This is an optimization exercise on Yosys and OpenROAD, whose aim is small area, a short achievable clock period and few clock cycles per item, not a production implementation.
RTL that was checked went through simulation tests only; none was proved equivalent to the original.

==> flow/design.v <==
module rf_siphash (
    input  wire         clk,
    input  wire         rst,
    input  wire         key_we,
    input  wire [127:0] key,
    input  wire         in_valid,
    output wire         in_ready,
    input  wire [7:0]   in_prof,
    input  wire [7:0]   in_fam,
    input  wire [127:0] in_addr,
    input  wire [7:0]   in_plen,
    output wire         out_valid,
    input  wire         out_ready,
    output wire [63:0]  out_hash
);
    reg [63:0] k0, k1;
    always @(posedge clk) begin
        if (key_we) begin
            k0 <= key[63:0];
            k1 <= key[127:64];
        end
    end
    wire [31:0]  v4_mask = (in_plen >= 8'd32)  ? {32{1'b1}}  : ~({32{1'b1}}  >> in_plen[4:0]);
    wire [127:0] v6_mask = (in_plen >= 8'd128) ? {128{1'b1}} : ~({128{1'b1}} >> in_plen[6:0]);
    reg [127:0] addr_m;
    always @(*) begin
        case (in_fam)
            8'h00:   addr_m = {in_addr[127:80], 80'd0};
            8'h04:   addr_m = {in_addr[127:96] & v4_mask, 96'd0};
            8'h06:   addr_m = in_addr & v6_mask;
            default: addr_m = in_addr;
        endcase
    end
    wire [7:0] ab [0:15];
    genvar gi;
    generate
        for (gi = 0; gi < 16; gi = gi + 1) begin : g_ab
            assign ab[gi] = addr_m[127-8*gi -: 8];
        end
    endgenerate
    wire [63:0] w0 = {ab[5], ab[4], ab[3], ab[2], ab[1], ab[0], in_fam, in_prof};
    wire [63:0] w1 = {ab[13], ab[12], ab[11], ab[10], ab[9], ab[8], ab[7], ab[6]};
    wire [63:0] w2 = {8'd18, 40'd0, ab[15], ab[14]};
    reg  [63:0] v0, v1, v2, v3;
    wire [63:0] a0;
    sip_add u_a0 (.a(v0), .b(v1), .s(a0));
    wire [63:0] a1 = {v1[50:0], v1[63:51]} ^ a0;
    wire [63:0] a0r = {a0[31:0], a0[63:32]};
    wire [63:0] a2;
    sip_add u_a2 (.a(v2), .b(v3), .s(a2));
    wire [63:0] a3 = {v3[47:0], v3[63:48]} ^ a2;
    wire [63:0] b0;
    sip_add u_b0 (.a(a0r), .b(a3), .s(b0));
    wire [63:0] b2;
    sip_add u_b2 (.a(a2), .b(a1), .s(b2));
    wire [63:0] a3r = {a3[42:0], a3[63:43]};
    wire [63:0] a1r = {a1[46:0], a1[63:47]};
    wire [63:0] b2r = {b2[31:0], b2[63:32]};
    wire [63:0] b3 = a3r ^ b0;
    wire [63:0] b1 = a1r ^ b2;
    wire [63:0] hx = b1 ^ a3r ^ b2r;
    reg        busy;
    reg [3:0]  cnt;
    reg        ovalid;
    reg [63:0] hash;
    wire last   = busy && (cnt == 4'd9);
    wire take   = busy && (cnt == 4'd5);      
    wire accept = take && !ovalid;
    wire redo   = take && ovalid;
    wire start  = (!busy || last) && in_valid;
    wire init   = start || redo;
    assign in_ready  = accept;
    assign out_valid = ovalid;
    assign out_hash  = hash;
    wire [63:0] x0 = (cnt == 4'd1) ? w0 : (cnt == 4'd3) ? w1 : (cnt == 4'd5) ? w2 : 64'd0;
    wire [63:0] x3 = (cnt == 4'd1) ? w1 : (cnt == 4'd3) ? w2 : 64'd0;
    wire [63:0] x2 = (cnt == 4'd5) ? 64'h00000000000000ff : 64'd0;
    always @(posedge clk) begin
        if (init) begin
            v0 <= k0 ^ 64'h736f6d6570736575;
            v1 <= k1 ^ 64'h646f72616e646f6d;
            v2 <= k0 ^ 64'h6c7967656e657261;
            v3 <= k1 ^ 64'h7465646279746573 ^ w0;
        end else begin
            v0 <= b0 ^ x0;
            v1 <= b1;
            v2 <= b2r ^ x2;
            v3 <= b3 ^ x3;
        end
        if (last)
            hash <= hx;
    end
    always @(posedge clk) begin
        if (rst) begin
            busy   <= 1'b0;
            cnt    <= 4'd0;
            ovalid <= 1'b0;
        end else begin
            if (init)
                cnt <= 4'd0;
            else
                cnt <= cnt + 4'd1;
            if (start)
                busy <= 1'b1;
            else if (last)
                busy <= 1'b0;
            if (last)
                ovalid <= 1'b1;
            else if (out_ready)
                ovalid <= 1'b0;
        end
    end
endmodule
module sip_add (
    input  wire [63:0] a,
    input  wire [63:0] b,
    output wire [63:0] s
);
    wire [63:0] p = a ^ b;
    reg  [63:0] g, q;
    integer l, i, j;
    always @(*) begin
        g = a & b;
        q = p;
        for (l = 0; l < 6; l = l + 1)
            for (i = 0; i < 64; i = i + 1)
                if (i & (1 << l)) begin
                    j = (i & ~((1 << l) - 1)) - 1;
                    g[i] = g[i] | (q[i] & g[j]);
                    q[i] = q[i] & q[j];
                end
    end
    assign s = p ^ {g[62:0], 1'b0};
endmodule
clock: 8.0 ns
lec_check: 0
cap_margin: 20
core_margin: 2
core_utilization: 55
place_density: 0.7
setup_slack_margin: 1.5
slew_margin: 20
standard.sh (not shown) runs the stock make flow with config.mk's settings and CLKGATE_MAP_FILE= SYNTH_SCRIPT=/design/flow/synth_recipe.tcl, a recipe that flattens the netlist after the stock synthesis.
==> flow/flow/run.sh <==
#!/bin/bash
# The standard layout (standard synthesis, floorplan, placement, CTS and
# routing), with the ports buffered by the smallest buffer cell instead of
# the clkdlybuf4s50_1 that buffer_ports picks by default.
set -euo pipefail
bash standard.sh "BUFFER_PORTS_ARGS=-buffer_cell sky130_fd_sc_hd__buf_1" finish > standard_flow.log 2>&1
Testbench counts at the start, summed over its fixed seeds: cycles 20,496, items 2,048.
==> next run, changes <==
--- a/flow/design.v
+++ b/flow/design.v
@@ -43,21 +43,20 @@
     wire [63:0] w2 = {8'd18, 40'd0, ab[15], ab[14]};
     reg  [63:0] v0, v1, v2, v3;
-    wire [63:0] a0;
-    sip_add u_a0 (.a(v0), .b(v1), .s(a0));
-    wire [63:0] a1 = {v1[50:0], v1[63:51]} ^ a0;
+    wire [63:0] p_a0, c_a0, p_a2, c_a2, p_b0, c_b0, p_b2, c_b2;
+    sip_pc u_a0 (.a(v0), .b(v1), .p(p_a0), .c(c_a0));
+    sip_pc u_a2 (.a(v2), .b(v3), .p(p_a2), .c(c_a2));
+    wire [63:0] v1r13 = {v1[50:0], v1[63:51]};
+    wire [63:0] v3r16 = {v3[47:0], v3[63:48]};
+    wire [63:0] a0  = p_a0 ^ c_a0;
+    wire [63:0] a1  = c_a0 ^ (p_a0 ^ v1r13);
+    wire [63:0] a2  = p_a2 ^ c_a2;
+    wire [63:0] a3  = c_a2 ^ (p_a2 ^ v3r16);
     wire [63:0] a0r = {a0[31:0], a0[63:32]};
-    wire [63:0] a2;
-    sip_add u_a2 (.a(v2), .b(v3), .s(a2));
-    wire [63:0] a3 = {v3[47:0], v3[63:48]} ^ a2;
-    wire [63:0] b0;
-    sip_add u_b0 (.a(a0r), .b(a3), .s(b0));
-    wire [63:0] b2;
-    sip_add u_b2 (.a(a2), .b(a1), .s(b2));
+    wire [63:0] a1r = {a1[46:0], a1[63:47]};
     wire [63:0] a3r = {a3[42:0], a3[63:43]};
-    wire [63:0] a1r = {a1[46:0], a1[63:47]};
-    wire [63:0] b2r = {b2[31:0], b2[63:32]};
-    wire [63:0] b3 = a3r ^ b0;
-    wire [63:0] b1 = a1r ^ b2;
-    wire [63:0] hx = b1 ^ a3r ^ b2r;
+    sip_pc u_b0 (.a(a0r), .b(a3), .p(p_b0), .c(c_b0));
+    sip_pc u_b2 (.a(a2),  .b(a1), .p(p_b2), .c(c_b2));
+    wire [63:0] p_b2r = {p_b2[31:0], p_b2[63:32]};
+    wire [63:0] c_b2r = {c_b2[31:0], c_b2[63:32]};
     reg        busy;
     reg [3:0]  cnt;
@@ -76,4 +75,9 @@
     wire [63:0] x3 = (cnt == 4'd1) ? w1 : (cnt == 4'd3) ? w2 : 64'd0;
     wire [63:0] x2 = (cnt == 4'd5) ? 64'h00000000000000ff : 64'd0;
+    wire [63:0] n0 = c_b0  ^ (p_b0 ^ x0);
+    wire [63:0] n1 = c_b2  ^ (p_b2 ^ a1r);
+    wire [63:0] n2 = c_b2r ^ (p_b2r ^ x2);
+    wire [63:0] n3 = c_b0  ^ (p_b0 ^ a3r ^ x3);
+    wire [63:0] hx = (c_b2 ^ c_b2r) ^ (p_b2 ^ p_b2r ^ a1r ^ a3r);
     always @(posedge clk) begin
         if (init) begin
@@ -83,8 +87,8 @@
             v3 <= k1 ^ 64'h7465646279746573 ^ w0;
         end else begin
-            v0 <= b0 ^ x0;
-            v1 <= b1;
-            v2 <= b2r ^ x2;
-            v3 <= b3 ^ x3;
+            v0 <= n0;
+            v1 <= n1;
+            v2 <= n2;
+            v3 <= n3;
         end
         if (last)
@@ -112,15 +116,16 @@
     end
 endmodule
-module sip_add (
+module sip_pc (
     input  wire [63:0] a,
     input  wire [63:0] b,
-    output wire [63:0] s
+    output wire [63:0] p,
+    output wire [63:0] c
 );
-    wire [63:0] p = a ^ b;
     reg  [63:0] g, q;
     integer l, i, j;
+    assign p = a ^ b;
     always @(*) begin
         g = a & b;
-        q = p;
+        q = a ^ b;
         for (l = 0; l < 6; l = l + 1)
             for (i = 0; i < 64; i = i + 1)
@@ -131,4 +136,4 @@
                 end
     end
-    assign s = p ^ {g[62:0], 1'b0};
+    assign c = {g[62:0], 1'b0};
 endmodule
Cell count barely changes.
Setup slack degrades by 0.0088 ns.
Final area falls by 0.83%.
Critical path depth rose by 4.
Via count goes up by about 1.3%.
Register-to-register slack stays flat.
For the second run of this note, only the layout was checked, not whether the RTL still works.

## what the ideal ports hide
How much do the figures lean on ideal ports? The routed layouts below were timed once more, with nothing changed but the port constraints. Step 1, drivers: a clkbuf_16 drives clk and a buf_2 each remaining input, both assumed. Step 2 adds t to the input delays and takes it off the output delays; t is the mean of the earliest and latest rising clock arrival at the registers after step 1. Input paths then give back, and output paths get back, about the clock's delay inside the block. Slacks: ideal ports / drivers / drivers and shift; pairs: ideal ports / drivers.
run | shift t [ns] | setup slack, ns | hold WS [ns] | worst slew at a driven data input, ns | pins driven straight from the clock port
the first run | 0.698 | 1.429 / 1.429 / 1.429 | 0.478 / 0.478 / 0.478 | 0.08 | 1
the second run | 0.687 | 1.420 / 1.420 / 1.420 | 0.486 / 0.486 / 0.486 | 0.08 | 1
After both steps setup and hold are still met in every run listed.
